This design comes from an exercise in tuning for small area, a short achievable clock period and few clock cycles on the open sky130 flow, not from production work.
Only simulation tests tie the RTL to the original design; equivalence was not proved.
Power and IR drop assume default switching activity.

$ cat design/flow/design.v
module crc_engine (
    input  wire [1:0]  poly,
    input  wire [31:0] c,
    input  wire [31:0] d,
    output reg  [31:0] crc1,
    output reg  [31:0] crc4
);
    wire [7:0] p0_1, p0_4;
    wire [15:0] p1_1, p1_4;
    wire [31:0] p2_1, p2_4;
    wire [31:0] p3_1, p3_4;
    wire x_0_0 = c[0] ^ d[0];
    wire x_0_8 = c[0] ^ d[8];
    wire x_10_10 = c[10] ^ d[10];
    wire x_10_2 = c[10] ^ d[2];
    wire x_11_11 = c[11] ^ d[11];
    wire x_11_3 = c[11] ^ d[3];
    wire x_12_12 = c[12] ^ d[12];
    wire x_12_4 = c[12] ^ d[4];
    wire x_13_13 = c[13] ^ d[13];
    wire x_13_5 = c[13] ^ d[5];
    wire x_14_14 = c[14] ^ d[14];
    wire x_14_6 = c[14] ^ d[6];
    wire x_15_15 = c[15] ^ d[15];
    wire x_15_7 = c[15] ^ d[7];
    wire x_16_16 = c[16] ^ d[16];
    wire x_17_17 = c[17] ^ d[17];
    wire x_18_18 = c[18] ^ d[18];
    wire x_19_19 = c[19] ^ d[19];
    wire x_1_1 = c[1] ^ d[1];
    wire x_1_9 = c[1] ^ d[9];
    wire x_20_20 = c[20] ^ d[20];
    wire x_21_21 = c[21] ^ d[21];
    wire x_22_22 = c[22] ^ d[22];
    wire x_23_23 = c[23] ^ d[23];
    wire x_24_24 = c[24] ^ d[24];
    wire x_25_25 = c[25] ^ d[25];
    wire x_26_26 = c[26] ^ d[26];
    wire x_27_27 = c[27] ^ d[27];
    wire x_28_28 = c[28] ^ d[28];
    wire x_29_29 = c[29] ^ d[29];
    wire x_2_10 = c[2] ^ d[10];
    wire x_2_2 = c[2] ^ d[2];
    wire x_30_30 = c[30] ^ d[30];
    wire x_31_31 = c[31] ^ d[31];
    wire x_3_11 = c[3] ^ d[11];
    wire x_3_3 = c[3] ^ d[3];
    wire x_4_12 = c[4] ^ d[12];
    wire x_4_4 = c[4] ^ d[4];
    wire x_5_13 = c[5] ^ d[13];
    wire x_5_5 = c[5] ^ d[5];
    wire x_6_14 = c[6] ^ d[14];
    wire x_6_6 = c[6] ^ d[6];
    wire x_7_15 = c[7] ^ d[15];
    wire x_7_7 = c[7] ^ d[7];
    wire x_8_0 = c[8] ^ d[0];
    wire x_8_8 = c[8] ^ d[8];
    wire x_9_1 = c[9] ^ d[1];
    wire x_9_9 = c[9] ^ d[9];
    assign p0_1[0] = ((x_0_0 ^ x_4_4) ^ (x_5_5 ^ x_6_6));
    assign p0_1[1] = ((x_1_1 ^ x_5_5) ^ (x_6_6 ^ x_7_7));
    assign p0_1[2] = ((x_4_4 ^ x_5_5) ^ (x_7_7 ^ (x_0_0 ^ x_2_2)));
    assign p0_1[3] = ((x_0_0 ^ x_1_1) ^ (x_3_3 ^ x_4_4));
    assign p0_1[4] = ((x_0_0 ^ x_1_1) ^ (x_2_2 ^ x_6_6));
    assign p0_1[5] = ((x_1_1 ^ x_2_2) ^ (x_3_3 ^ x_7_7));
    assign p0_1[6] = (x_4_4 ^ (x_2_2 ^ x_3_3));
    assign p0_1[7] = (x_5_5 ^ (x_3_3 ^ x_4_4));
    assign p0_4[0] = ((x_7_7 ^ ((d[23] ^ d[24]) ^ (d[28] ^ d[29]))) ^ ((x_1_1 ^ x_4_4) ^ (((d[30] ^ d[8]) ^ x_0_0) ^ (d[9] ^ (d[18] ^ d[21])))));
    assign p0_4[1] = ((((d[22] ^ d[25]) ^ (d[29] ^ d[30])) ^ ((d[31] ^ d[8]) ^ x_1_1)) ^ ((d[9] ^ (d[10] ^ d[19])) ^ (x_2_2 ^ x_5_5)));
    assign p0_4[2] = ((((x_0_0 ^ x_1_1) ^ (x_2_2 ^ x_3_3)) ^ (x_7_7 ^ ((d[10] ^ d[11]) ^ (d[16] ^ d[18])))) ^ ((x_4_4 ^ x_6_6) ^ (((d[20] ^ d[21]) ^ (d[24] ^ d[26])) ^ ((d[28] ^ d[29]) ^ (d[31] ^ d[8])))));
    assign p0_4[3] = ((x_5_5 ^ ((d[16] ^ d[17]) ^ (d[18] ^ d[19]))) ^ ((((d[22] ^ d[23]) ^ (d[24] ^ d[25])) ^ ((d[27] ^ d[28]) ^ x_0_0)) ^ ((d[8] ^ (d[11] ^ d[12])) ^ (x_2_2 ^ x_3_3))));
    assign p0_4[4] = ((x_7_7 ^ ((d[12] ^ d[13]) ^ (d[17] ^ d[19]))) ^ ((x_3_3 ^ x_6_6) ^ (((d[20] ^ d[21]) ^ (d[24] ^ d[25])) ^ ((d[26] ^ d[30]) ^ x_0_0))));
    assign p0_4[5] = ((((d[13] ^ d[14]) ^ (d[18] ^ d[20])) ^ ((d[21] ^ d[22]) ^ (d[25] ^ d[26]))) ^ (((d[27] ^ d[31]) ^ x_1_1) ^ (x_4_4 ^ x_7_7)));
    assign p0_4[6] = ((((d[21] ^ d[22]) ^ (d[23] ^ d[26])) ^ ((d[27] ^ d[28]) ^ x_2_2)) ^ (x_5_5 ^ ((d[14] ^ d[15]) ^ (d[16] ^ d[19]))));
    assign p0_4[7] = ((((d[20] ^ d[22]) ^ (d[23] ^ d[27])) ^ ((d[28] ^ d[29]) ^ x_0_0)) ^ ((d[8] ^ (d[15] ^ d[17])) ^ (x_3_3 ^ x_6_6)));
    assign p1_1[0] = (x_12_4 ^ x_8_0);
    assign p1_1[1] = (x_13_5 ^ x_9_1);
    assign p1_1[2] = (x_10_2 ^ x_14_6);
    assign p1_1[3] = (x_11_3 ^ x_15_7);
    assign p1_1[4] = x_12_4;
    assign p1_1[5] = (x_8_0 ^ (x_12_4 ^ x_13_5));
    assign p1_1[6] = (x_9_1 ^ (x_13_5 ^ x_14_6));
    assign p1_1[7] = (x_15_7 ^ (x_10_2 ^ x_14_6));
    assign p1_1[8] = (x_15_7 ^ (c[0] ^ x_11_3));
    assign p1_1[9] = (c[1] ^ x_12_4);
    assign p1_1[10] = (c[2] ^ x_13_5);
    assign p1_1[11] = (c[3] ^ x_14_6);
    assign p1_1[12] = ((c[4] ^ x_12_4) ^ (x_15_7 ^ x_8_0));
    assign p1_1[13] = (x_9_1 ^ (c[5] ^ x_13_5));
    assign p1_1[14] = (x_14_6 ^ (c[6] ^ x_10_2));
    assign p1_1[15] = (x_15_7 ^ (c[7] ^ x_11_3));
    assign p1_4[0] = ((x_6_14 ^ ((d[20] ^ d[24]) ^ x_10_2)) ^ ((x_3_11 ^ x_4_12) ^ ((d[28] ^ (d[16] ^ d[19])) ^ (x_11_3 ^ x_12_4))));
    assign p1_4[1] = ((x_7_15 ^ ((d[21] ^ d[25]) ^ x_11_3)) ^ ((x_4_12 ^ x_5_13) ^ ((d[29] ^ (d[17] ^ d[20])) ^ (x_12_4 ^ x_13_5))));
    assign p1_4[2] = ((x_8_0 ^ ((d[22] ^ d[26]) ^ x_12_4)) ^ ((x_5_13 ^ x_6_14) ^ ((d[30] ^ (d[18] ^ d[21])) ^ (x_13_5 ^ x_14_6))));
    assign p1_4[3] = ((x_9_1 ^ ((d[23] ^ d[27]) ^ x_13_5)) ^ ((x_6_14 ^ x_7_15) ^ ((d[31] ^ (d[19] ^ d[22])) ^ (x_14_6 ^ x_15_7))));
    assign p1_4[4] = ((((d[16] ^ d[20]) ^ (d[23] ^ d[28])) ^ (x_0_8 ^ x_10_2)) ^ ((x_14_6 ^ x_15_7) ^ (x_7_15 ^ x_8_0)));
    assign p1_4[5] = ((((x_0_8 ^ x_10_2) ^ (x_12_4 ^ x_15_7)) ^ ((x_1_9 ^ x_3_11) ^ (x_4_12 ^ x_6_14))) ^ ((x_8_0 ^ x_9_1) ^ (((d[16] ^ d[17]) ^ (d[19] ^ d[20])) ^ ((d[21] ^ d[24]) ^ (d[28] ^ d[29])))));
    assign p1_4[6] = ((((x_13_5 ^ x_1_9) ^ (x_2_10 ^ x_4_12)) ^ (x_9_1 ^ ((d[17] ^ d[18]) ^ (d[20] ^ d[21])))) ^ ((x_5_13 ^ x_7_15) ^ (((d[22] ^ d[25]) ^ (d[29] ^ d[30])) ^ (x_10_2 ^ x_11_3))));
    assign p1_4[7] = ((((x_12_4 ^ x_14_6) ^ (x_2_10 ^ x_3_11)) ^ (x_8_0 ^ ((d[18] ^ d[19]) ^ (d[21] ^ d[22])))) ^ ((x_5_13 ^ x_6_14) ^ (((d[23] ^ d[26]) ^ (d[30] ^ d[31])) ^ (x_10_2 ^ x_11_3))));
    assign p1_4[8] = ((((x_0_8 ^ x_11_3) ^ (x_12_4 ^ x_13_5)) ^ ((x_15_7 ^ x_3_11) ^ (x_4_12 ^ x_6_14))) ^ ((x_7_15 ^ x_9_1) ^ (((d[20] ^ d[22]) ^ (d[23] ^ d[27])) ^ (d[31] ^ (d[16] ^ d[19])))));
    assign p1_4[9] = ((((x_13_5 ^ x_14_6) ^ (x_1_9 ^ x_4_12)) ^ (x_8_0 ^ ((d[16] ^ d[17]) ^ (d[20] ^ d[21])))) ^ ((x_5_13 ^ x_7_15) ^ (((d[23] ^ d[28]) ^ x_0_8) ^ (x_10_2 ^ x_12_4))));
    assign p1_4[10] = ((((x_11_3 ^ x_13_5) ^ (x_14_6 ^ x_15_7)) ^ ((x_1_9 ^ x_2_10) ^ (x_5_13 ^ x_6_14))) ^ ((x_8_0 ^ x_9_1) ^ (((d[21] ^ d[22]) ^ x_0_8) ^ (d[29] ^ (d[17] ^ d[18])))));
    assign p1_4[11] = ((((x_15_7 ^ x_1_9) ^ (x_2_10 ^ x_3_11)) ^ (x_9_1 ^ ((d[22] ^ d[23]) ^ x_10_2))) ^ ((x_6_14 ^ x_7_15) ^ ((d[30] ^ (d[18] ^ d[19])) ^ (x_12_4 ^ x_14_6))));
    assign p1_4[12] = ((x_8_0 ^ ((d[24] ^ d[28]) ^ x_0_8)) ^ (((d[31] ^ (d[16] ^ d[23])) ^ (x_12_4 ^ x_13_5)) ^ ((x_15_7 ^ x_2_10) ^ (x_6_14 ^ x_7_15))));
    assign p1_4[13] = (((x_14_6 ^ x_1_9) ^ (x_3_11 ^ x_7_15)) ^ ((x_8_0 ^ x_9_1) ^ (((d[16] ^ d[17]) ^ (d[25] ^ d[29])) ^ (x_0_8 ^ x_13_5))));
    assign p1_4[14] = (((x_15_7 ^ x_1_9) ^ (x_2_10 ^ x_4_12)) ^ ((x_8_0 ^ x_9_1) ^ (((d[17] ^ d[18]) ^ (d[26] ^ d[30])) ^ (x_10_2 ^ x_14_6))));
    assign p1_4[15] = ((x_9_1 ^ ((d[18] ^ d[19]) ^ (d[27] ^ d[31]))) ^ ((x_3_11 ^ x_5_13) ^ ((x_10_2 ^ x_11_3) ^ (x_15_7 ^ x_2_10))));
    assign p2_1[0] = (c[8] ^ x_2_2);
    assign p2_1[1] = (x_3_3 ^ (c[9] ^ x_0_0));
    assign p2_1[2] = ((c[10] ^ x_0_0) ^ (x_1_1 ^ x_4_4));
    assign p2_1[3] = ((c[11] ^ x_1_1) ^ (x_2_2 ^ x_5_5));
    assign p2_1[4] = ((x_2_2 ^ x_3_3) ^ (x_6_6 ^ (c[12] ^ x_0_0)));
    assign p2_1[5] = ((x_3_3 ^ x_4_4) ^ (x_7_7 ^ (c[13] ^ x_1_1)));
    assign p2_1[6] = (x_5_5 ^ (c[14] ^ x_4_4));
    assign p2_1[7] = ((c[15] ^ x_0_0) ^ (x_5_5 ^ x_6_6));
    assign p2_1[8] = ((c[16] ^ x_1_1) ^ (x_6_6 ^ x_7_7));
    assign p2_1[9] = (c[17] ^ x_7_7);
    assign p2_1[10] = (c[18] ^ x_2_2);
    assign p2_1[11] = (c[19] ^ x_3_3);
    assign p2_1[12] = (x_4_4 ^ (c[20] ^ x_0_0));
    assign p2_1[13] = ((c[21] ^ x_0_0) ^ (x_1_1 ^ x_5_5));
    assign p2_1[14] = ((c[22] ^ x_1_1) ^ (x_2_2 ^ x_6_6));
    assign p2_1[15] = ((c[23] ^ x_2_2) ^ (x_3_3 ^ x_7_7));
    assign p2_1[16] = ((x_2_2 ^ x_3_3) ^ (x_4_4 ^ (c[24] ^ x_0_0)));
    assign p2_1[17] = ((x_4_4 ^ x_5_5) ^ ((c[25] ^ x_0_0) ^ (x_1_1 ^ x_3_3)));
    assign p2_1[18] = (((x_1_1 ^ x_2_2) ^ (x_4_4 ^ x_5_5)) ^ (x_6_6 ^ (c[26] ^ x_0_0)));
    assign p2_1[19] = (((x_2_2 ^ x_3_3) ^ (x_5_5 ^ x_6_6)) ^ (x_7_7 ^ (c[27] ^ x_1_1)));
    assign p2_1[20] = ((x_4_4 ^ x_6_6) ^ (x_7_7 ^ (c[28] ^ x_3_3)));
    assign p2_1[21] = ((x_4_4 ^ x_5_5) ^ (x_7_7 ^ (c[29] ^ x_2_2)));
    assign p2_1[22] = ((x_3_3 ^ x_5_5) ^ (x_6_6 ^ (c[30] ^ x_2_2)));
    assign p2_1[23] = ((x_4_4 ^ x_6_6) ^ (x_7_7 ^ (c[31] ^ x_3_3)));
    assign p2_1[24] = ((x_4_4 ^ x_5_5) ^ (x_7_7 ^ (x_0_0 ^ x_2_2)));
    assign p2_1[25] = ((x_5_5 ^ x_6_6) ^ ((x_0_0 ^ x_1_1) ^ (x_2_2 ^ x_3_3)));
    assign p2_1[26] = (((x_2_2 ^ x_3_3) ^ (x_4_4 ^ x_6_6)) ^ (x_7_7 ^ (x_0_0 ^ x_1_1)));
    assign p2_1[27] = ((x_4_4 ^ x_5_5) ^ (x_7_7 ^ (x_1_1 ^ x_3_3)));
    assign p2_1[28] = ((x_0_0 ^ x_4_4) ^ (x_5_5 ^ x_6_6));
    assign p2_1[29] = ((x_5_5 ^ x_6_6) ^ (x_7_7 ^ (x_0_0 ^ x_1_1)));
    assign p2_1[30] = ((x_0_0 ^ x_1_1) ^ (x_6_6 ^ x_7_7));
    assign p2_1[31] = (x_1_1 ^ x_7_7);
    assign p2_4[0] = ((((x_26_26 ^ x_2_2) ^ (x_3_3 ^ x_4_4)) ^ (x_8_8 ^ (x_0_0 ^ x_16_16))) ^ ((x_6_6 ^ x_7_7) ^ ((x_1_1 ^ x_20_20) ^ (x_22_22 ^ x_23_23))));
    assign p2_4[1] = ((((x_2_2 ^ x_3_3) ^ (x_4_4 ^ x_5_5)) ^ (x_9_9 ^ (x_17_17 ^ x_1_1))) ^ ((x_7_7 ^ x_8_8) ^ ((x_21_21 ^ x_23_23) ^ (x_24_24 ^ x_27_27))));
    assign p2_4[2] = ((((x_24_24 ^ x_25_25) ^ (x_28_28 ^ x_2_2)) ^ ((x_3_3 ^ x_4_4) ^ (x_5_5 ^ x_6_6))) ^ ((x_8_8 ^ x_9_9) ^ ((x_0_0 ^ x_10_10) ^ (x_18_18 ^ x_22_22))));
    assign p2_4[3] = ((((x_23_23 ^ x_25_25) ^ (x_26_26 ^ x_29_29)) ^ ((x_3_3 ^ x_4_4) ^ (x_5_5 ^ x_6_6))) ^ ((x_7_7 ^ x_9_9) ^ ((x_10_10 ^ x_11_11) ^ (x_19_19 ^ x_1_1))));
    assign p2_4[4] = ((((x_24_24 ^ x_26_26) ^ (x_27_27 ^ x_2_2)) ^ ((x_30_30 ^ x_4_4) ^ (x_5_5 ^ x_6_6))) ^ ((x_7_7 ^ x_8_8) ^ ((x_10_10 ^ x_11_11) ^ (x_12_12 ^ x_20_20))));
    assign p2_4[5] = ((((x_12_12 ^ x_13_13) ^ (x_21_21 ^ x_25_25)) ^ ((x_27_27 ^ x_28_28) ^ (x_31_31 ^ x_3_3))) ^ (((x_5_5 ^ x_6_6) ^ (x_7_7 ^ x_8_8)) ^ (x_9_9 ^ (x_0_0 ^ x_11_11))));
    assign p2_4[6] = ((((x_20_20 ^ x_23_23) ^ (x_28_28 ^ x_29_29)) ^ (x_9_9 ^ (x_0_0 ^ x_10_10))) ^ ((x_2_2 ^ x_3_3) ^ ((x_12_12 ^ x_13_13) ^ (x_14_14 ^ x_16_16))));
    assign p2_4[7] = ((((x_1_1 ^ x_21_21) ^ (x_24_24 ^ x_29_29)) ^ (x_4_4 ^ (x_10_10 ^ x_11_11))) ^ ((x_30_30 ^ x_3_3) ^ ((x_13_13 ^ x_14_14) ^ (x_15_15 ^ x_17_17))));
    assign p2_4[8] = ((((x_15_15 ^ x_16_16) ^ (x_18_18 ^ x_22_22)) ^ ((x_25_25 ^ x_2_2) ^ (x_30_30 ^ x_31_31))) ^ ((x_4_4 ^ x_5_5) ^ ((x_0_0 ^ x_11_11) ^ (x_12_12 ^ x_14_14))));
    assign p2_4[9] = ((((x_17_17 ^ x_19_19) ^ (x_20_20 ^ x_22_22)) ^ ((x_2_2 ^ x_31_31) ^ (x_4_4 ^ x_5_5))) ^ ((x_7_7 ^ x_8_8) ^ ((x_0_0 ^ x_12_12) ^ (x_13_13 ^ x_15_15))));
    assign p2_4[10] = (((x_4_4 ^ x_5_5) ^ (x_7_7 ^ x_9_9)) ^ (((x_0_0 ^ x_13_13) ^ (x_14_14 ^ x_18_18)) ^ ((x_21_21 ^ x_22_22) ^ (x_26_26 ^ x_2_2))));
    assign p2_4[11] = (((x_3_3 ^ x_5_5) ^ (x_6_6 ^ x_8_8)) ^ (((x_10_10 ^ x_14_14) ^ (x_15_15 ^ x_19_19)) ^ ((x_1_1 ^ x_22_22) ^ (x_23_23 ^ x_27_27))));
    assign p2_4[12] = (((x_4_4 ^ x_6_6) ^ (x_7_7 ^ x_9_9)) ^ (((x_11_11 ^ x_15_15) ^ (x_16_16 ^ x_20_20)) ^ ((x_23_23 ^ x_24_24) ^ (x_28_28 ^ x_2_2))));
    assign p2_4[13] = ((((x_24_24 ^ x_25_25) ^ (x_29_29 ^ x_3_3)) ^ (x_8_8 ^ (x_0_0 ^ x_10_10))) ^ ((x_5_5 ^ x_7_7) ^ ((x_12_12 ^ x_16_16) ^ (x_17_17 ^ x_21_21))));
    assign p2_4[14] = ((((x_18_18 ^ x_1_1) ^ (x_22_22 ^ x_25_25)) ^ ((x_26_26 ^ x_30_30) ^ (x_4_4 ^ x_6_6))) ^ ((x_8_8 ^ x_9_9) ^ ((x_0_0 ^ x_11_11) ^ (x_13_13 ^ x_17_17))));
    assign p2_4[15] = ((((x_19_19 ^ x_1_1) ^ (x_23_23 ^ x_26_26)) ^ ((x_27_27 ^ x_2_2) ^ (x_31_31 ^ x_5_5))) ^ ((x_7_7 ^ x_9_9) ^ ((x_10_10 ^ x_12_12) ^ (x_14_14 ^ x_18_18))));
    assign p2_4[16] = ((((x_13_13 ^ x_15_15) ^ (x_16_16 ^ x_19_19)) ^ ((x_1_1 ^ x_22_22) ^ (x_23_23 ^ x_24_24))) ^ (((x_26_26 ^ x_27_27) ^ (x_28_28 ^ x_4_4)) ^ (x_7_7 ^ (x_10_10 ^ x_11_11))));
    assign p2_4[17] = ((((x_14_14 ^ x_16_16) ^ (x_17_17 ^ x_20_20)) ^ ((x_23_23 ^ x_24_24) ^ (x_25_25 ^ x_27_27))) ^ (((x_28_28 ^ x_29_29) ^ (x_2_2 ^ x_5_5)) ^ (x_8_8 ^ (x_11_11 ^ x_12_12))));
    assign p2_4[18] = ((((x_0_0 ^ x_12_12) ^ (x_13_13 ^ x_15_15)) ^ ((x_17_17 ^ x_18_18) ^ (x_21_21 ^ x_24_24))) ^ (((x_25_25 ^ x_26_26) ^ (x_28_28 ^ x_29_29)) ^ ((x_30_30 ^ x_3_3) ^ (x_6_6 ^ x_9_9))));
    assign p2_4[19] = (((x_31_31 ^ x_4_4) ^ ((x_13_13 ^ x_14_14) ^ (x_16_16 ^ x_18_18))) ^ ((x_7_7 ^ (x_0_0 ^ x_10_10)) ^ (((x_19_19 ^ x_1_1) ^ (x_22_22 ^ x_25_25)) ^ ((x_26_26 ^ x_27_27) ^ (x_29_29 ^ x_30_30)))));
    assign p2_4[20] = (((x_5_5 ^ x_6_6) ^ ((x_14_14 ^ x_15_15) ^ (x_16_16 ^ x_17_17))) ^ ((x_7_7 ^ (x_0_0 ^ x_11_11)) ^ (((x_19_19 ^ x_22_22) ^ (x_27_27 ^ x_28_28)) ^ ((x_30_30 ^ x_31_31) ^ (x_3_3 ^ x_4_4)))));
    assign p2_4[21] = ((((x_26_26 ^ x_28_28) ^ (x_29_29 ^ x_2_2)) ^ (x_5_5 ^ (x_0_0 ^ x_12_12))) ^ ((x_31_31 ^ x_3_3) ^ ((x_15_15 ^ x_17_17) ^ (x_18_18 ^ x_22_22))));
    assign p2_4[22] = (((x_2_2 ^ x_30_30) ^ (x_7_7 ^ x_8_8)) ^ (((x_13_13 ^ x_18_18) ^ (x_19_19 ^ x_20_20)) ^ ((x_22_22 ^ x_26_26) ^ (x_27_27 ^ x_29_29))));
    assign p2_4[23] = ((((x_27_27 ^ x_28_28) ^ (x_30_30 ^ x_31_31)) ^ (x_9_9 ^ (x_0_0 ^ x_14_14))) ^ ((x_3_3 ^ x_8_8) ^ ((x_19_19 ^ x_20_20) ^ (x_21_21 ^ x_23_23))));
    assign p2_4[24] = ((((x_10_10 ^ x_15_15) ^ (x_16_16 ^ x_21_21)) ^ ((x_23_23 ^ x_24_24) ^ (x_26_26 ^ x_28_28))) ^ (((x_29_29 ^ x_2_2) ^ (x_31_31 ^ x_3_3)) ^ ((x_6_6 ^ x_7_7) ^ (x_8_8 ^ x_9_9))));
    assign p2_4[25] = ((((x_17_17 ^ x_1_1) ^ (x_20_20 ^ x_23_23)) ^ ((x_24_24 ^ x_25_25) ^ (x_26_26 ^ x_27_27))) ^ (((x_29_29 ^ x_2_2) ^ (x_30_30 ^ x_6_6)) ^ (x_9_9 ^ (x_10_10 ^ x_11_11))));
    assign p2_4[26] = ((((x_12_12 ^ x_18_18) ^ (x_21_21 ^ x_24_24)) ^ ((x_25_25 ^ x_26_26) ^ (x_27_27 ^ x_28_28))) ^ (((x_2_2 ^ x_30_30) ^ (x_31_31 ^ x_3_3)) ^ (x_7_7 ^ (x_10_10 ^ x_11_11))));
    assign p2_4[27] = (((x_31_31 ^ x_6_6) ^ ((x_12_12 ^ x_13_13) ^ (x_16_16 ^ x_19_19))) ^ ((x_7_7 ^ (x_0_0 ^ x_11_11)) ^ (((x_1_1 ^ x_20_20) ^ (x_23_23 ^ x_25_25)) ^ ((x_27_27 ^ x_28_28) ^ (x_29_29 ^ x_2_2)))));
    assign p2_4[28] = ((((x_13_13 ^ x_14_14) ^ (x_16_16 ^ x_17_17)) ^ ((x_21_21 ^ x_22_22) ^ (x_23_23 ^ x_24_24))) ^ (((x_28_28 ^ x_29_29) ^ (x_30_30 ^ x_4_4)) ^ (x_6_6 ^ (x_0_0 ^ x_12_12))));
    assign p2_4[29] = ((((x_0_0 ^ x_13_13) ^ (x_14_14 ^ x_15_15)) ^ ((x_17_17 ^ x_18_18) ^ (x_1_1 ^ x_22_22))) ^ (((x_23_23 ^ x_24_24) ^ (x_25_25 ^ x_29_29)) ^ ((x_30_30 ^ x_31_31) ^ (x_5_5 ^ x_7_7))));
    assign p2_4[30] = ((((x_24_24 ^ x_25_25) ^ (x_30_30 ^ x_31_31)) ^ (x_7_7 ^ (x_14_14 ^ x_15_15))) ^ ((x_3_3 ^ x_4_4) ^ ((x_18_18 ^ x_19_19) ^ (x_20_20 ^ x_22_22))));
    assign p2_4[31] = ((((x_25_25 ^ x_2_2) ^ (x_31_31 ^ x_3_3)) ^ (x_7_7 ^ (x_0_0 ^ x_15_15))) ^ ((x_5_5 ^ x_6_6) ^ ((x_19_19 ^ x_1_1) ^ (x_21_21 ^ x_22_22))));
    assign p3_1[0] = ((x_3_3 ^ x_4_4) ^ ((c[8] ^ x_0_0) ^ (x_1_1 ^ x_2_2)));
    assign p3_1[1] = (((x_1_1 ^ x_2_2) ^ (x_3_3 ^ x_4_4)) ^ (x_5_5 ^ (c[9] ^ x_0_0)));
    assign p3_1[2] = (((x_2_2 ^ x_3_3) ^ (x_4_4 ^ x_5_5)) ^ (x_6_6 ^ (c[10] ^ x_1_1)));
    assign p3_1[3] = (((x_3_3 ^ x_4_4) ^ (x_5_5 ^ x_6_6)) ^ (x_7_7 ^ (c[11] ^ x_2_2)));
    assign p3_1[4] = ((x_6_6 ^ x_7_7) ^ ((c[12] ^ x_1_1) ^ (x_2_2 ^ x_5_5)));
    assign p3_1[5] = ((x_4_4 ^ x_6_6) ^ (x_7_7 ^ (c[13] ^ x_1_1)));
    assign p3_1[6] = ((x_5_5 ^ x_7_7) ^ ((c[14] ^ x_1_1) ^ (x_3_3 ^ x_4_4)));
    assign p3_1[7] = ((x_3_3 ^ x_5_5) ^ (x_6_6 ^ (c[15] ^ x_1_1)));
    assign p3_1[8] = ((x_6_6 ^ x_7_7) ^ ((c[16] ^ x_0_0) ^ (x_2_2 ^ x_4_4)));
    assign p3_1[9] = ((x_5_5 ^ x_7_7) ^ ((c[17] ^ x_0_0) ^ (x_2_2 ^ x_4_4)));
    assign p3_1[10] = ((x_4_4 ^ x_5_5) ^ (x_6_6 ^ (c[18] ^ x_2_2)));
    assign p3_1[11] = ((x_5_5 ^ x_6_6) ^ (x_7_7 ^ (c[19] ^ x_3_3)));
    assign p3_1[12] = ((x_6_6 ^ x_7_7) ^ ((c[20] ^ x_1_1) ^ (x_2_2 ^ x_3_3)));
    assign p3_1[13] = (x_7_7 ^ (c[21] ^ x_1_1));
    assign p3_1[14] = ((c[22] ^ x_1_1) ^ (x_3_3 ^ x_4_4));
    assign p3_1[15] = ((x_2_2 ^ x_4_4) ^ (x_5_5 ^ (c[23] ^ x_0_0)));
    assign p3_1[16] = ((x_5_5 ^ x_6_6) ^ ((c[24] ^ x_0_0) ^ (x_1_1 ^ x_3_3)));
    assign p3_1[17] = (((x_1_1 ^ x_2_2) ^ (x_4_4 ^ x_6_6)) ^ (x_7_7 ^ (c[25] ^ x_0_0)));
    assign p3_1[18] = ((c[26] ^ x_4_4) ^ (x_5_5 ^ x_7_7));
    assign p3_1[19] = (((c[27] ^ x_0_0) ^ (x_1_1 ^ x_2_2)) ^ ((x_3_3 ^ x_4_4) ^ (x_5_5 ^ x_6_6)));
    assign p3_1[20] = (((c[28] ^ x_1_1) ^ (x_2_2 ^ x_3_3)) ^ ((x_4_4 ^ x_5_5) ^ (x_6_6 ^ x_7_7)));
    assign p3_1[21] = ((x_6_6 ^ x_7_7) ^ ((c[29] ^ x_0_0) ^ (x_1_1 ^ x_5_5)));
    assign p3_1[22] = ((x_6_6 ^ x_7_7) ^ ((c[30] ^ x_0_0) ^ (x_3_3 ^ x_4_4)));
    assign p3_1[23] = ((x_3_3 ^ x_5_5) ^ (x_7_7 ^ (c[31] ^ x_2_2)));
    assign p3_1[24] = (x_6_6 ^ (x_1_1 ^ x_2_2));
    assign p3_1[25] = ((x_0_0 ^ x_2_2) ^ (x_3_3 ^ x_7_7));
    assign p3_1[26] = x_2_2;
    assign p3_1[27] = x_3_3;
    assign p3_1[28] = (x_0_0 ^ x_4_4);
    assign p3_1[29] = (x_5_5 ^ (x_0_0 ^ x_1_1));
    assign p3_1[30] = ((x_0_0 ^ x_1_1) ^ (x_2_2 ^ x_6_6));
    assign p3_1[31] = ((x_2_2 ^ x_3_3) ^ (x_7_7 ^ (x_0_0 ^ x_1_1)));
    assign p3_4[0] = (((x_7_7 ^ x_9_9) ^ ((x_11_11 ^ x_14_14) ^ (x_15_15 ^ x_16_16))) ^ (((x_2_2 ^ x_4_4) ^ (x_5_5 ^ x_6_6)) ^ (((x_1_1 ^ x_20_20) ^ (x_23_23 ^ x_24_24)) ^ ((x_25_25 ^ x_26_26) ^ (x_27_27 ^ x_28_28)))));
    assign p3_4[1] = (((x_7_7 ^ x_8_8) ^ ((x_10_10 ^ x_12_12) ^ (x_15_15 ^ x_16_16))) ^ (((x_2_2 ^ x_3_3) ^ (x_5_5 ^ x_6_6)) ^ (((x_17_17 ^ x_21_21) ^ (x_24_24 ^ x_25_25)) ^ ((x_26_26 ^ x_27_27) ^ (x_28_28 ^ x_29_29)))));
    assign p3_4[2] = (((x_8_8 ^ x_9_9) ^ ((x_11_11 ^ x_13_13) ^ (x_16_16 ^ x_17_17))) ^ (((x_3_3 ^ x_4_4) ^ (x_6_6 ^ x_7_7)) ^ (((x_18_18 ^ x_22_22) ^ (x_25_25 ^ x_26_26)) ^ ((x_27_27 ^ x_28_28) ^ (x_29_29 ^ x_30_30)))));
    assign p3_4[3] = ((((x_28_28 ^ x_29_29) ^ (x_30_30 ^ x_31_31)) ^ ((x_4_4 ^ x_5_5) ^ (x_7_7 ^ x_8_8))) ^ ((x_9_9 ^ (x_0_0 ^ x_10_10)) ^ (((x_12_12 ^ x_14_14) ^ (x_17_17 ^ x_18_18)) ^ ((x_19_19 ^ x_23_23) ^ (x_26_26 ^ x_27_27)))));
    assign p3_4[4] = (((x_4_4 ^ x_7_7) ^ ((x_13_13 ^ x_14_14) ^ (x_16_16 ^ x_18_18))) ^ ((x_8_8 ^ (x_0_0 ^ x_10_10)) ^ (((x_19_19 ^ x_23_23) ^ (x_25_25 ^ x_26_26)) ^ ((x_29_29 ^ x_2_2) ^ (x_30_30 ^ x_31_31)))));
    assign p3_4[5] = ((((x_17_17 ^ x_19_19) ^ (x_23_23 ^ x_25_25)) ^ ((x_28_28 ^ x_2_2) ^ (x_30_30 ^ x_31_31))) ^ (((x_3_3 ^ x_4_4) ^ (x_6_6 ^ x_7_7)) ^ (x_8_8 ^ (x_0_0 ^ x_16_16))));
    assign p3_4[6] = ((((x_11_11 ^ x_14_14) ^ (x_15_15 ^ x_16_16)) ^ ((x_17_17 ^ x_18_18) ^ (x_23_23 ^ x_25_25))) ^ (((x_27_27 ^ x_28_28) ^ (x_29_29 ^ x_2_2)) ^ ((x_31_31 ^ x_3_3) ^ (x_6_6 ^ x_8_8))));
    assign p3_4[7] = (((x_5_5 ^ x_6_6) ^ ((x_0_0 ^ x_11_11) ^ (x_12_12 ^ x_14_14))) ^ (((x_29_29 ^ x_2_2) ^ (x_30_30 ^ x_3_3)) ^ (((x_17_17 ^ x_18_18) ^ (x_19_19 ^ x_1_1)) ^ ((x_20_20 ^ x_23_23) ^ (x_25_25 ^ x_27_27)))));
    assign p3_4[8] = (((x_6_6 ^ x_7_7) ^ ((x_12_12 ^ x_13_13) ^ (x_15_15 ^ x_18_18))) ^ (((x_30_30 ^ x_31_31) ^ (x_3_3 ^ x_4_4)) ^ (((x_19_19 ^ x_1_1) ^ (x_20_20 ^ x_21_21)) ^ ((x_24_24 ^ x_26_26) ^ (x_28_28 ^ x_2_2)))));
    assign p3_4[9] = (((x_8_8 ^ x_9_9) ^ ((x_0_0 ^ x_11_11) ^ (x_13_13 ^ x_15_15))) ^ (((x_29_29 ^ x_31_31) ^ (x_3_3 ^ x_6_6)) ^ (((x_19_19 ^ x_1_1) ^ (x_21_21 ^ x_22_22)) ^ ((x_23_23 ^ x_24_24) ^ (x_26_26 ^ x_28_28)))));
    assign p3_4[10] = ((x_6_6 ^ (x_10_10 ^ x_11_11)) ^ (((x_12_12 ^ x_15_15) ^ (x_22_22 ^ x_26_26)) ^ ((x_28_28 ^ x_29_29) ^ (x_30_30 ^ x_5_5))));
    assign p3_4[11] = (((x_30_30 ^ x_31_31) ^ (x_6_6 ^ x_7_7)) ^ (((x_0_0 ^ x_11_11) ^ (x_12_12 ^ x_13_13)) ^ ((x_16_16 ^ x_23_23) ^ (x_27_27 ^ x_29_29))));
    assign p3_4[12] = ((((x_27_27 ^ x_2_2) ^ (x_30_30 ^ x_31_31)) ^ ((x_4_4 ^ x_5_5) ^ (x_6_6 ^ x_8_8))) ^ ((x_9_9 ^ (x_11_11 ^ x_12_12)) ^ (((x_13_13 ^ x_15_15) ^ (x_16_16 ^ x_17_17)) ^ ((x_20_20 ^ x_23_23) ^ (x_25_25 ^ x_26_26)))));
    assign p3_4[13] = (((x_31_31 ^ x_3_3) ^ ((x_11_11 ^ x_12_12) ^ (x_13_13 ^ x_15_15))) ^ ((x_4_4 ^ (x_0_0 ^ x_10_10)) ^ (((x_17_17 ^ x_18_18) ^ (x_1_1 ^ x_20_20)) ^ ((x_21_21 ^ x_23_23) ^ (x_25_25 ^ x_2_2)))));
    assign p3_4[14] = ((((x_12_12 ^ x_13_13) ^ (x_15_15 ^ x_18_18)) ^ ((x_19_19 ^ x_20_20) ^ (x_21_21 ^ x_22_22))) ^ (((x_23_23 ^ x_25_25) ^ (x_27_27 ^ x_28_28)) ^ ((x_3_3 ^ x_6_6) ^ (x_7_7 ^ x_9_9))));
    assign p3_4[15] = (((x_4_4 ^ x_7_7) ^ ((x_13_13 ^ x_14_14) ^ (x_16_16 ^ x_19_19))) ^ ((x_8_8 ^ (x_0_0 ^ x_10_10)) ^ (((x_20_20 ^ x_21_21) ^ (x_22_22 ^ x_23_23)) ^ ((x_24_24 ^ x_26_26) ^ (x_28_28 ^ x_29_29)))));
    assign p3_4[16] = (((x_8_8 ^ x_9_9) ^ ((x_0_0 ^ x_11_11) ^ (x_14_14 ^ x_15_15))) ^ (((x_27_27 ^ x_29_29) ^ (x_30_30 ^ x_5_5)) ^ (((x_17_17 ^ x_1_1) ^ (x_20_20 ^ x_21_21)) ^ ((x_22_22 ^ x_23_23) ^ (x_24_24 ^ x_25_25)))));
    assign p3_4[17] = (((x_6_6 ^ x_9_9) ^ ((x_10_10 ^ x_12_12) ^ (x_15_15 ^ x_16_16))) ^ (((x_28_28 ^ x_2_2) ^ (x_30_30 ^ x_31_31)) ^ (((x_18_18 ^ x_1_1) ^ (x_21_21 ^ x_22_22)) ^ ((x_23_23 ^ x_24_24) ^ (x_25_25 ^ x_26_26)))));
    assign p3_4[18] = (((x_6_6 ^ x_9_9) ^ ((x_0_0 ^ x_10_10) ^ (x_13_13 ^ x_14_14))) ^ (((x_31_31 ^ x_3_3) ^ (x_4_4 ^ x_5_5)) ^ (((x_15_15 ^ x_17_17) ^ (x_19_19 ^ x_1_1)) ^ ((x_20_20 ^ x_22_22) ^ (x_28_28 ^ x_29_29)))));
    assign p3_4[19] = ((x_9_9 ^ (x_10_10 ^ x_18_18)) ^ (((x_21_21 ^ x_24_24) ^ (x_25_25 ^ x_26_26)) ^ ((x_27_27 ^ x_28_28) ^ (x_29_29 ^ x_30_30))));
    assign p3_4[20] = ((x_31_31 ^ (x_10_10 ^ x_11_11)) ^ (((x_19_19 ^ x_22_22) ^ (x_25_25 ^ x_26_26)) ^ ((x_27_27 ^ x_28_28) ^ (x_29_29 ^ x_30_30))));
    assign p3_4[21] = ((((x_12_12 ^ x_14_14) ^ (x_15_15 ^ x_16_16)) ^ ((x_1_1 ^ x_24_24) ^ (x_25_25 ^ x_29_29))) ^ (((x_2_2 ^ x_30_30) ^ (x_31_31 ^ x_4_4)) ^ ((x_5_5 ^ x_6_6) ^ (x_7_7 ^ x_9_9))));
    assign p3_4[22] = (((x_8_8 ^ x_9_9) ^ ((x_0_0 ^ x_10_10) ^ (x_11_11 ^ x_13_13))) ^ (((x_30_30 ^ x_31_31) ^ (x_3_3 ^ x_4_4)) ^ (((x_14_14 ^ x_17_17) ^ (x_1_1 ^ x_20_20)) ^ ((x_23_23 ^ x_24_24) ^ (x_27_27 ^ x_28_28)))));
    assign p3_4[23] = ((((x_23_23 ^ x_26_26) ^ (x_27_27 ^ x_29_29)) ^ (x_7_7 ^ (x_10_10 ^ x_12_12))) ^ ((x_31_31 ^ x_6_6) ^ ((x_16_16 ^ x_18_18) ^ (x_20_20 ^ x_21_21))));
    assign p3_4[24] = (((x_6_6 ^ x_8_8) ^ ((x_14_14 ^ x_15_15) ^ (x_16_16 ^ x_17_17))) ^ ((((x_19_19 ^ x_1_1) ^ (x_20_20 ^ x_21_21)) ^ ((x_22_22 ^ x_23_23) ^ (x_25_25 ^ x_26_26))) ^ (((x_2_2 ^ x_30_30) ^ (x_4_4 ^ x_5_5)) ^ (x_9_9 ^ (x_0_0 ^ x_13_13)))));
    assign p3_4[25] = (((x_6_6 ^ x_7_7) ^ ((x_15_15 ^ x_16_16) ^ (x_17_17 ^ x_18_18))) ^ ((((x_1_1 ^ x_20_20) ^ (x_21_21 ^ x_22_22)) ^ ((x_23_23 ^ x_24_24) ^ (x_26_26 ^ x_27_27))) ^ (((x_2_2 ^ x_31_31) ^ (x_3_3 ^ x_5_5)) ^ (x_9_9 ^ (x_10_10 ^ x_14_14)))));
    assign p3_4[26] = ((((x_14_14 ^ x_17_17) ^ (x_18_18 ^ x_19_19)) ^ ((x_1_1 ^ x_20_20) ^ (x_21_21 ^ x_22_22))) ^ (((x_26_26 ^ x_3_3) ^ (x_5_5 ^ x_8_8)) ^ (x_9_9 ^ (x_0_0 ^ x_10_10))));
    assign p3_4[27] = ((((x_0_0 ^ x_10_10) ^ (x_11_11 ^ x_15_15)) ^ ((x_18_18 ^ x_19_19) ^ (x_1_1 ^ x_20_20))) ^ (((x_21_21 ^ x_22_22) ^ (x_23_23 ^ x_27_27)) ^ ((x_2_2 ^ x_4_4) ^ (x_6_6 ^ x_9_9))));
    assign p3_4[28] = (((x_3_3 ^ x_5_5) ^ ((x_11_11 ^ x_12_12) ^ (x_16_16 ^ x_19_19))) ^ ((x_7_7 ^ (x_0_0 ^ x_10_10)) ^ (((x_1_1 ^ x_20_20) ^ (x_21_21 ^ x_22_22)) ^ ((x_23_23 ^ x_24_24) ^ (x_28_28 ^ x_2_2)))));
    assign p3_4[29] = (((x_4_4 ^ x_6_6) ^ ((x_13_13 ^ x_17_17) ^ (x_1_1 ^ x_20_20))) ^ ((x_8_8 ^ (x_11_11 ^ x_12_12)) ^ (((x_21_21 ^ x_22_22) ^ (x_23_23 ^ x_24_24)) ^ ((x_25_25 ^ x_29_29) ^ (x_2_2 ^ x_3_3)))));
    assign p3_4[30] = (((x_7_7 ^ x_9_9) ^ ((x_0_0 ^ x_12_12) ^ (x_13_13 ^ x_14_14))) ^ (((x_30_30 ^ x_3_3) ^ (x_4_4 ^ x_5_5)) ^ (((x_18_18 ^ x_21_21) ^ (x_22_22 ^ x_23_23)) ^ ((x_24_24 ^ x_25_25) ^ (x_26_26 ^ x_2_2)))));
    assign p3_4[31] = ((((x_25_25 ^ x_26_26) ^ (x_27_27 ^ x_31_31)) ^ ((x_3_3 ^ x_4_4) ^ (x_5_5 ^ x_6_6))) ^ ((x_8_8 ^ (x_0_0 ^ x_10_10)) ^ (((x_13_13 ^ x_14_14) ^ (x_15_15 ^ x_19_19)) ^ ((x_1_1 ^ x_22_22) ^ (x_23_23 ^ x_24_24)))));
    always @(*) begin
        case (poly)
            2'd0: begin crc1 = {24'd0, p0_1}; crc4 = {24'd0, p0_4}; end
            2'd1: begin crc1 = {16'd0, p1_1}; crc4 = {16'd0, p1_4}; end
            2'd2: begin crc1 = p2_1; crc4 = p2_4; end
            default: begin crc1 = p3_1; crc4 = p3_4; end
        endcase
    end
endmodule
module crc_unit (
    input  wire        clk,
    input  wire        rst,
    input  wire        fs,
    input  wire        req,
    input  wire        we,
    input  wire [7:0]  addr,
    input  wire [31:0] wdata,
    output wire        ready,
    output wire [31:0] rdata
);
    reg        wr;        
    reg        fsq;       
    reg [7:2]  aq;        
    reg [31:0] wd;        
    wire [5:0] widx   = aq[7:2];
    wire [2:0] blk    = aq[7:5];    
    wire [2:0] reg_id = aq[4:2];
    reg [3:0] ctl;        
    reg [3:0] mismatch;   
    reg [3:0] mm_sat;     
    reg       cfg_rej;    
    reg [5:0]  cfg     [0:3];
    reg [15:0] cfg2    [0:3];   
    reg [31:0] val     [0:3];   
    reg [31:0] res_raw [0:3];   
    reg [1:0]  res_poly[0:3];   
    reg [2:0]  cnt     [0:3];   
    reg [31:0] mm_cnt  [0:3];
    reg [3:0]  active, open;
    reg [3:0]  val_ok;          
    reg [3:0]  res_ok;          
    reg [3:0] s_ch;                   
    reg [3:0] s_cfg, s_cfg2, s_mm;    
    reg       s_ctl, s_stat;          
    reg [1:0]  poly_s;
    reg [31:0] val_s;
    integer k;
    always @(*) begin
        poly_s = 2'd0;
        val_s  = 32'd0;
        for (k = 0; k < 4; k = k + 1) begin
            poly_s = poly_s | ({2{s_ch[k]}} & cfg[k][1:0]);
            val_s  = val_s  | ({32{s_ch[k]}} & val[k]);
        end
    end
    wire [31:0] crc1, crc4;
    crc_engine u_eng (.poly(poly_s), .c(val_s), .d(wd), .crc1(crc1), .crc4(crc4));
    reg [31:0] init_s;
    always @(*) begin
        case (poly_s)
            2'd0:    init_s = 32'h000000FF;
            2'd1:    init_s = 32'h0000FFFF;
            default: init_s = 32'hFFFFFFFF;
        endcase
    end
    wire [31:0] val_new = !reg_id[2] ? wd : reg_id[1] ? init_s : reg_id[0] ? crc1 : crc4;
    wire [3:0] reject, mm_event, sat_event, end_pend;
    wire [3:0] val_ok_n, res_ok_n, end_pend_n;   
    wire [1:0] res_poly_n [0:3];
    wire [3:0] ctl_n = (wr && widx == 6'd0) ? wd[3:0] : ctl;
    wire [31:0] wd_r = rst ? 32'd0 : wd;    
    genvar c;
    generate
        for (c = 0; c < 4; c = c + 1) begin : chn
            wire [1:0] poly  = cfg[c][1:0];
            wire [2:0] snoop = cfg[c][4:2];
            wire       dir   = cfg[c][5];
            wire sel       = wr && (blk == c + 1);
            wire wr_cfg    = sel && reg_id == 3'd0;
            wire wr_cfg2   = sel && reg_id == 3'd1;
            wire wr_val    = sel && reg_id == 3'd2;
            wire wr_feed32 = sel && reg_id == 3'd4;
            wire wr_feed8  = sel && reg_id == 3'd5;
            wire wr_cmd    = sel && reg_id == 3'd6;
            reg [31:0] mask, residue;
            reg [2:0]  width;
            always @(*) begin
                case (poly)
                    2'd0:    begin mask = 32'h000000FF; residue = 32'h000000C4; width = 3'd1; end
                    2'd1:    begin mask = 32'h0000FFFF; residue = 32'h00000000; width = 3'd2; end
                    2'd2:    begin mask = 32'hFFFFFFFF; residue = 32'hDEBB20E3; width = 3'd4; end
                    default: begin mask = 32'hFFFFFFFF; residue = 32'hB798B438; width = 3'd4; end
                endcase
            end
            assign end_pend[c] = active[c] && !ctl[c] && open[c];
            wire act_a  = fsq ? ctl[c] : active[c];
            wire fs_end = fsq && end_pend[c];
            wire open_a = open[c] && !fs_end;
            wire sw      = act_a && (snoop == 3'd0);
            wire cmd_end = sw && wr_cmd && wd[1] && open_a;
            wire cmd_go  = sw && wr_cmd && wd[0];
            wire feed8   = sw && open_a && wr_feed8;
            wire feed32  = sw && open_a && wr_feed32;
            wire val_wok = !act_a || sw;
            wire val_we  = (wr_val && val_wok) || feed8 || feed32 || cmd_go;
            wire cfg_bad = act_a || (wd[4:2] > 3'd4) || (wd[4:2] == 3'd4 && wd[5]);
            assign reject[c] = (wr_cfg && cfg_bad) || (wr_cfg2 && act_a) || (wr_val && !val_wok);
            wire stream_end = fs_end || cmd_end;
            wire bad_check  = (cnt[c] < width) || ((val[c] & mask) != residue);
            reg [31:0] mm_p;
            reg [7:0]  mm_g, mm_gp;
            integer b;
            always @(*) begin
                for (b = 0; b < 8; b = b + 1)
                    mm_g[b] = &mm_cnt[c][4*b +: 4];
                mm_gp[0] = 1'b1;
                for (b = 1; b < 8; b = b + 1)
                    mm_gp[b] = mm_gp[b - 1] & mm_g[b - 1];
                for (b = 0; b < 32; b = b + 1)
                    mm_p[b] = mm_gp[b / 4] & &(mm_cnt[c][4*(b/4) +: 4] | (4'hF << (b % 4)));
            end
            wire mm_inc = mm_event[c] && !(mm_gp[7] && mm_g[7]);
            wire res_we     = stream_end && !dir;
            assign mm_event[c]  = stream_end && dir && bad_check;
            wire open_n = cmd_go || (open_a && !cmd_end);
            assign val_ok_n[c]   = !rst && (val_ok[c] || val_we);
            assign res_ok_n[c]   = !rst && (res_ok[c] || res_we);
            assign res_poly_n[c] = res_we ? poly : res_poly[c];
            assign end_pend_n[c] = !rst && act_a && !ctl_n[c] && open_n;
            assign sat_event[c] = mm_event[c] && (&mm_cnt[c][31:1]);
            always @(posedge clk) begin
                if (rst) begin
                    mm_cnt[c] <= 32'd0;
                    active[c] <= 1'b0;
                    open[c]   <= 1'b0;
                    val_ok[c] <= 1'b0;
                    res_ok[c] <= 1'b0;
                end else begin
                    active[c] <= act_a;
                    open[c]   <= open_n;
                    mm_cnt[c] <= mm_cnt[c] ^ ({32{mm_inc}} & mm_p);
                    if (val_we)
                        val_ok[c] <= 1'b1;
                    if (res_we)
                        res_ok[c] <= 1'b1;
                end
            end
            always @(posedge clk) begin
                if (rst || (wr_cfg && !cfg_bad))
                    cfg[c] <= wd_r[5:0];
                if (rst || (wr_cfg2 && !act_a))
                    cfg2[c] <= {wd_r[18:16], wd_r[14:8], wd_r[5:0]};
            end
            always @(posedge clk) begin
                if (res_we) begin
                    res_raw[c]  <= val[c];
                    res_poly[c] <= poly;
                end
                if (val_we)
                    val[c] <= val_new;
                if (feed8)
                    cnt[c] <= (cnt[c] >= 3'd3) ? 3'd4 : cnt[c] + 3'd1;
                if (feed32)
                    cnt[c] <= 3'd4;
                if (cmd_go)
                    cnt[c] <= 3'd0;
            end
        end
    endgenerate
    wire stat_wr = wr && widx == 6'd1;
    always @(posedge clk) begin
        if (rst) begin
            ctl      <= 4'd0;
            mismatch <= 4'd0;
            mm_sat   <= 4'd0;
            cfg_rej  <= 1'b0;
        end else begin
            if (wr && widx == 6'd0)
                ctl <= wd[3:0];
            if (stat_wr) begin
                mismatch <= (mismatch & ~wd[3:0]) | mm_event;
                mm_sat   <= (mm_sat & ~wd[7:4]) | sat_event;
                cfg_rej  <= (cfg_rej & ~wd[8]) | (|reject);
            end else begin
                mismatch <= mismatch | mm_event;
                mm_sat   <= mm_sat | sat_event;
                cfg_rej  <= cfg_rej | (|reject);
            end
        end
    end
    reg [3:0] s_rres;   
    reg       s_vok;    
    reg       s_inv_lo, s_keep_mid, s_inv_mid, s_hi;   
    reg [31:0] res_t, mm_t;
    reg [15:0] c2_t;
    reg [5:0]  cfg_t;
    always @(*) begin
        res_t = 32'd0; mm_t = 32'd0; c2_t = 16'd0; cfg_t = 6'd0;
        for (k = 0; k < 4; k = k + 1) begin
            res_t = res_t | ({32{s_rres[k]}} & res_raw[k]);
            mm_t  = mm_t  | ({32{s_mm[k]}} & mm_cnt[k]);
            c2_t  = c2_t  | ({16{s_cfg2[k]}} & cfg2[k]);
            cfg_t = cfg_t | ({6{s_cfg[k]}} & cfg[k]);
        end
    end
    wire [31:0] res_v = {(res_t[31:16] & {16{s_hi}}) ^ {16{s_hi}},
                         (res_t[15:8] & {8{s_keep_mid}}) ^ {8{s_inv_mid}},
                         res_t[7:0] ^ {8{s_inv_lo}}};
    wire [31:0] rval = ({32{s_vok}} & val_s)
                     | res_v
                     | mm_t
                     | {13'd0, c2_t[15:13], 1'b0, c2_t[12:6], 2'b00, c2_t[5:0]}
                     | {26'd0, cfg_t}
                     | ({32{s_ctl}} & {28'd0, ctl})
                     | ({32{s_stat}} & {23'd0, cfg_rej, mm_sat, mismatch});
    wire       a_ch   = addr[7:5] >= 3'd1 && addr[7:5] <= 3'd4;
    wire [1:0] a_c    = addr[6:5] - 2'd1;
    wire       a_rok  = a_ch && addr[4:2] == 3'd3 && res_ok_n[a_c];
    wire [1:0] a_rp   = res_poly_n[a_c];
    reg  rd_ok;
    always @(posedge clk) begin
        aq <= addr[7:2];
        wd <= wdata;
        s_ctl  <= addr[7:2] == 6'd0;
        s_stat <= addr[7:2] == 6'd1;
        s_vok  <= a_ch && addr[4:2] == 3'd2 && val_ok_n[a_c];
        for (k = 0; k < 4; k = k + 1) begin
            s_ch[k]   <= addr[7:5] == k + 1;
            s_cfg[k]  <= addr[7:5] == k + 1 && addr[4:2] == 3'd0;
            s_cfg2[k] <= addr[7:5] == k + 1 && addr[4:2] == 3'd1;
            s_rres[k] <= addr[7:5] == k + 1 && addr[4:2] == 3'd3 && res_ok_n[k];
            s_mm[k]   <= addr[7:5] == k + 1 && addr[4:2] == 3'd7;
        end
        s_inv_lo   <= a_rok && a_rp != 2'd1;
        s_keep_mid <= a_rok && a_rp != 2'd0;
        s_inv_mid  <= a_rok && a_rp[1];
        s_hi       <= a_rok && a_rp[1];
        if (rst) begin
            wr    <= 1'b0;
            fsq   <= 1'b0;
            rd_ok <= 1'b0;
        end else begin
            wr    <= req && we;
            fsq   <= fs;
            rd_ok <= req && !we && !rd_ok && !(fs && (|end_pend_n));
        end
    end
    assign ready = we || rd_ok;
    assign rdata = rval;
endmodule
$ cat design/flow/flow/run.sh
#!/bin/bash
set -o pipefail
export SETUP_SLACK_MARGIN=5.56
bash standard.sh > standard.log 2>&1
$ cat design/flow/constraint.sdc
create_clock -name core_clock -period 10.0 [get_ports {clk}]
set_input_delay 2.0000 -clock core_clock [delete_from_list [all_inputs] [get_ports {clk}]]
set_output_delay 2.0000 -clock core_clock [all_outputs]
set_load 0.01 [all_outputs]
$ cat design/flow/config.mk
export PLATFORM = sky130hd
export DESIGN_NAME = crc_unit
export DESIGN_NICKNAME = crc_unit
export VERILOG_FILES = /design/flow/design.v
export SDC_FILE = /design/flow/constraint.sdc
export NUM_CORES = 4
export LEC_CHECK = 0
export CAP_MARGIN = 20
export CORE_MARGIN = 2
export CORE_UTILIZATION = 40
export CTS_CLUSTER_DIAMETER = 90
export CTS_CLUSTER_SIZE = 24
export SLEW_MARGIN = 20
$ cat design/flow/standard.sh
#!/bin/bash
# synth_recipe.tcl (not shown) runs the flow's synth.tcl, then flattens the netlist and writes it again
# the make line also repeats each setting of config.mk as NAME=value (left out here)
make -C /OpenROAD-flow-scripts/flow DESIGN_CONFIG=/design/flow/config.mk WORK_HOME=/design/flow/orfs CLKGATE_MAP_FILE= SYNTH_SCRIPT=/design/flow/synth_recipe.tcl "${@:-finish}"
==> results.txt <==
## synthesized netlist by cell type (11+ instances only)
| cell type | n | area [um^2] |
|---|---|---|
| sky130_fd_sc_hd__and4_1 | 16 | 140.1 |
| sky130_fd_sc_hd__o21ai_0 | 60 | 300.3 |
| sky130_fd_sc_hd__xor2_1 | 246 | 2155 |
| sky130_fd_sc_hd__or3_1 | 19 | 118.9 |
| sky130_fd_sc_hd__buf_4 | 11 | 82.58 |
| sky130_fd_sc_hd__a21oi_1 | 107 | 535.5 |
| sky130_fd_sc_hd__nand4_1 | 49 | 306.5 |
| sky130_fd_sc_hd__o22ai_1 | 27 | 168.9 |
| sky130_fd_sc_hd__dfxtp_1 | 244 | 4885 |
| sky130_fd_sc_hd__edfxtp_1 | 344 | 10330 |
| sky130_fd_sc_hd__a31oi_1 | 21 | 131.4 |
| sky130_fd_sc_hd__mux2i_1 | 19 | 190.2 |
| sky130_fd_sc_hd__nand2_2 | 21 | 131.4 |
| sky130_fd_sc_hd__nand2b_1 | 21 | 131.4 |
| sky130_fd_sc_hd__buf_6 | 14 | 157.7 |
| sky130_fd_sc_hd__buf_1 | 14 | 52.55 |
| sky130_fd_sc_hd__clkbuf_1 | 112 | 420.4 |
| sky130_fd_sc_hd__xnor2_1 | 507 | 4441 |
| sky130_fd_sc_hd__a221oi_1 | 37 | 324.1 |
| sky130_fd_sc_hd__nor2b_1 | 35 | 219.0 |
| sky130_fd_sc_hd__and2_1 | 11 | 68.82 |
| sky130_fd_sc_hd__nand3b_1 | 16 | 120.1 |
| sky130_fd_sc_hd__ha_1 | 25 | 312.8 |
| sky130_fd_sc_hd__nor2_1 | 265 | 994.7 |
| sky130_fd_sc_hd__a222oi_1 | 21 | 210.2 |
| sky130_fd_sc_hd__nand2_1 | 190 | 713.2 |
| sky130_fd_sc_hd__xnor2_2 | 31 | 504.2 |
| sky130_fd_sc_hd__xor2_2 | 18 | 292.8 |
| sky130_fd_sc_hd__inv_1 | 36 | 135.1 |
| sky130_fd_sc_hd__xnor3_1 | 39 | 878.3 |
| sky130_fd_sc_hd__a211oi_1 | 13 | 97.59 |
| sky130_fd_sc_hd__nand3_1 | 95 | 475.5 |
| sky130_fd_sc_hd__a22o_1 | 40 | 350.3 |
| sky130_fd_sc_hd__xor2_4 | 22 | 605.6 |
| sky130_fd_sc_hd__nor3_1 | 43 | 215.2 |
| sky130_fd_sc_hd__nor4_1 | 15 | 93.84 |
| sky130_fd_sc_hd__a22oi_1 | 150 | 1126 |
## power by group through the flow
stage	clock [mW]	combinational [mW]	sequential [mW]
2_1_floorplan	0	2.21	2.68
3_3_place_gp	0	2.95	2.71
3_5_place_dp	0	2.95	2.71
4_1_cts	1.60	2.98	2.65
5_1_grt	1.68	3.17	2.65
6_report	1.57	3.06	2.65
## flip-flops by register name, indices dropped and copies added, names as in the netlist, 4 cells and up
signal    flops
res_raw     128
s_cfg2        4
s_rres        4
res_poly      8
cfg2         64
cfg          24
mm_sat        4
s_mm          4
cnt          12
s_ch          4
aq            6
mm_cnt      128
ctl           4
mismatch      4
val         128
open          4
active        4
s_cfg         4
res_ok        4
wd           32
val_ok        4
## stage by stage
stage | hold slack [ns] | worst slack (ns) | cell area (um^2) | cells | utilization
final | 0.4673 | 5.565 | 38060 | 4337 | 0.4491
after CTS | 0.4643 | 5.482 | 37890 | 4328 | 0.4471
after floorplan | 0.4242 | 5.653 | 34070 | 3128 | -
after global routing | 0.4833 | 5.535 | 38060 | 4337 | 0.4491
after detailed placement | 0.4448 | 4.792 | 36080 | 4252 | 0.4258
after global placement | 0.4375 | 4.788 | 36070 | 4252 | 0.4257
## worst max-delay path by stage
stage,endpoint,slack [ns],cells after the start
after global placement,ready,4.79,3
after floorplan,s_vok,5.65,7
final,ready,5.56,3
after CTS,rdata[8],5.48,6
after global routing,rdata[6],5.53,6
after detailed placement,ready,4.79,3
## cell usage in the layout, fill, tap and decap left out, types with 13 or more instances in the layout
cell,count
sky130_fd_sc_hd__a21oi_1,96
sky130_fd_sc_hd__a221oi_1,20
sky130_fd_sc_hd__a221oi_2,13
sky130_fd_sc_hd__a222oi_1,21
sky130_fd_sc_hd__a22o_1,40
sky130_fd_sc_hd__a22oi_1,140
sky130_fd_sc_hd__a22oi_2,13
sky130_fd_sc_hd__a31oi_1,21
sky130_fd_sc_hd__and4_1,16
sky130_fd_sc_hd__buf_4,74
sky130_fd_sc_hd__clkbuf_1,15
sky130_fd_sc_hd__clkbuf_16,36
sky130_fd_sc_hd__clkdlybuf4s50_1,40
sky130_fd_sc_hd__dfxtp_1,237
sky130_fd_sc_hd__dlygate4sd2_1,15
sky130_fd_sc_hd__edfxtp_1,344
sky130_fd_sc_hd__ha_1,25
sky130_fd_sc_hd__inv_1,36
sky130_fd_sc_hd__mux2i_1,19
sky130_fd_sc_hd__nand2_1,174
sky130_fd_sc_hd__nand2_2,34
sky130_fd_sc_hd__nand2b_1,21
sky130_fd_sc_hd__nand3_1,89
sky130_fd_sc_hd__nand3b_1,16
sky130_fd_sc_hd__nand4_1,49
sky130_fd_sc_hd__nor2_1,262
sky130_fd_sc_hd__nor2b_1,34
sky130_fd_sc_hd__nor3_1,43
sky130_fd_sc_hd__nor4_1,15
sky130_fd_sc_hd__o21ai_0,55
sky130_fd_sc_hd__o22ai_1,27
sky130_fd_sc_hd__or3_1,19
sky130_fd_sc_hd__xnor2_1,505
sky130_fd_sc_hd__xnor2_2,32
sky130_fd_sc_hd__xnor3_1,39
sky130_fd_sc_hd__xor2_1,245
sky130_fd_sc_hd__xor2_2,18
sky130_fd_sc_hd__xor2_4,23
## worst reg2reg max path, cell delays in order (launching register included)
cell                       delay [ns]
sky130_fd_sc_hd__edfxtp_1        0.55
sky130_fd_sc_hd__a22oi_1         0.27
sky130_fd_sc_hd__nand2_2         0.24
sky130_fd_sc_hd__xor2_4          0.68
sky130_fd_sc_hd__xnor2_2         0.45
sky130_fd_sc_hd__xnor2_2         0.47
sky130_fd_sc_hd__xnor3_1         0.40
sky130_fd_sc_hd__xnor2_1         0.34
sky130_fd_sc_hd__nand2_1         0.11
sky130_fd_sc_hd__a311oi_1        0.45
sky130_fd_sc_hd__a211oi_2        0.17
## area by class of cell
| class | instances | area (um^2) |
|---|---|---|
| sequential | 588 | 15240 |
| inverter | 36 | 135.1 |
| fill | 7931 | 46680 |
| timing repair buffer | 164 | 1562 |
| clock inverter | 12 | 166.4 |
| clock buffer | 50 | 932.1 |
| multi-input combinational | 2343 | 18600 |
| tap | 1144 | 1431 |
## per-layer routing
layer / GRT usage / vias to the layer above / part of all wire
li1: - / 11275 / -
met1: 0.3683 / 12544 / 0.41
met2: 0.4322 / 1319 / 0.45
met3: 0.03522 / 283 / 0.086
met4: 0.1213 / 0 / 0.052
met5: 0 / - / 0
==> impl_results.md <==
- Total count of hold-check failures in the final report: 0
- Number of diodes added for antenna fixing: 0
- Wire length of the first global-routing pass: between 150,000 and 200,000 um
- Synthesized netlist cell count: around 3,100
- Final HPWL DP: 87,250 um
- # rows: ~110
- Crit path max-delay family: simple AND/OR/NAND/NOR gates
- Final min period: between 4 and 5 ns
- Synthesized area: between 30,000 and 40,000 um^2
- Number of nets with antenna violations after detailed routing: 0
- Launching instance or port of the critical path: we
- Count of flip-flops with a built-in enable after synthesis: approximately 340
- Dominant combinational cell family by area after synthesis: XOR/XNOR gates
- Fraction of the cycle the final worst path needs: 0.4435
- Average wire per standard cell: ~28 um
- Warnings from Yosys: 9
- Cts repair resizes: around 180
- Adder-Cell Fraction of Synth Area: 0.009769
- Hold-critical path depth: 2
- P_int: 4.619 mW
- Clock Sinks: slightly below 600
- Sum of routed wire length over all layers: 120,200 um
- Cells along the critical path: buf_6 > or2_4 > buf_6
- Routability-driven placement congestion ratio: 0.9855
- Class of the most critical hold timing path: register to register
- Worst voltage drop across the vdd grid: around 0.23 mV
- Post-CTS Repair Setup Buffers: 12
- Switching power total: around 2.7 mW
- Fraction of synthesized cell area in xor and xnor cells: 0.2676
- Number of flip-flops and latches in the synthesized netlist: approximately 590
- Global route total overflow: 0
- Reg-to-reg setup timing slack: around 5.6 ns
- Sequential area share after synthesis: 0.4466
- Total count of max-transition violations in the final report: 0
- Largest driver fanout on the critical path: 2
- Total via count in the routed design: between 20,000 and 30,000
- Unique cell type count in the Yosys netlist: 88
- Share of cells above drive strength 1: 0.1140
- Die H: approximately 300 um
- Buffer depth of the longest clock path: 3
- Die area: between 80,000 and 90,000 um^2
- Switching power share of the total: 0.3656
- Asr flop ratio synth: 0
- Fraction of power consumed by sequential logic: 0.364
- Worst setup path category: input port to output pin
- Net total in the final layout: ~3,200
- Hold endpoint: val_ok[2]
- Number of antenna violations at the first check in global routing: 5
- Power after layout: about 7.3 mW
- Final setup skew: ~0.045 ns
- R2r worst-path depth: 10
- Synth Area in Compound Gates: 0.1200
- Worst flop-to-flop path startpoint: val[0][4]
- Count of buffer and inverter cells on the critical path: 2
- Capturing element type of the critical path: output pin
- Number of H-tree levels: 2
- Maximum number of pins on one net before global-route repair: 99
- TritonCTS buffer count: 34
- Timing-limited maximum frequency: 0.2255 GHz
- Mux contribution to synthesized area: 0.008557
- Simple-gate portion of the synthesized area: 0.1211
- Clock slew at reported path FFs: ~0.1 ns
- Master of the slowest instance on the critical path: sky130_fd_sc_hd__or2_4
- Combinational share of power: 0.420
- CTS tree: done
- Post-cts hold buffer count: 0
- Buffer type at the clock tree root: sky130_fd_sc_hd__clkbuf_16
- DRC Markers: 0
- Critical path required time: 8.00 ns
- Net count after synthesis: around 3,200
- Latest clock arrival within the worst-skew pair: between 0.6 and 0.7 ns
- Sort of element at the start of the critical path: input port
- Result of the run: finished clean
- Top flip-flop cell by instance count after synthesis: sky130_fd_sc_hd__edfxtp_1
- Tightest slew margin relative to the limit: 0.2622
- Area growth from synthesis to layout: 11.72%
- Via/cell ratio: between 5 and 6
- Core outline area: around 85,000 um^2
- Avg Cell Area, Syn: 10.89 um^2
- Tot GR Track Use: 0.2711
- Clock network power share: 0.215
- Number of I/O port buffers: 75
- Min-delay src: val_ok[2]
- Number of iterations in the first detailed-routing pass: 6
- Setup repair after global routing missed its margin: true
- Measured slew at the worst slew-check pin: 1.103 ns
- Initial Utilization: 0.4020
- Total Neg Setup Slack: 0 ns
- Endpoint of the most critical register-to-register path: val[0][2]
- Number of I/O pins: 78
- Via count of the first global-routing pass: around 24,000
- Power density cells: ~190 nW/um^2
- Final Setup Violations: 0
- Worst EP arrival: about 2.4 ns
- Highest cell delay on the worst timing path: roughly 0.22 ns
- Number of max-cap violations: 0
- Die Span X: slightly below 300 um
- Most used cell along the critical path: sky130_fd_sc_hd__buf_6
- Leakage component of the power: ~13 nW
- Iteration-0 DRC Markers: roughly 2,900
Testbench counts, summed over its fixed seeds: cycles 57,215.

separate check: timing with driven ports:
No port has a modelled driver above. Below, the same layout with a new extraction and two added sets of constraints. Step 1: set_driving_cell puts a clkbuf_16 on clk and a buf_2 on each other input, an assumption about the parent block. Step 2 also shifts input and output timing later by t, the mid clock arrival at the registers, as if the neighbouring blocks saw the same clock. Three values: ideal, step 1, step 2; two values: the first two.
t (ns): 0.651
slack for setup (ns): 5.565 / 5.528 / 5.533
worst register clock-pin slew, ns: 0.10 / 0.10
pins driven straight from the clock port: 1
After both steps this run still meets setup and hold. For this run, drivers alone change the setup slack by -0.037 ns; drivers and shift together by -0.032 ns.
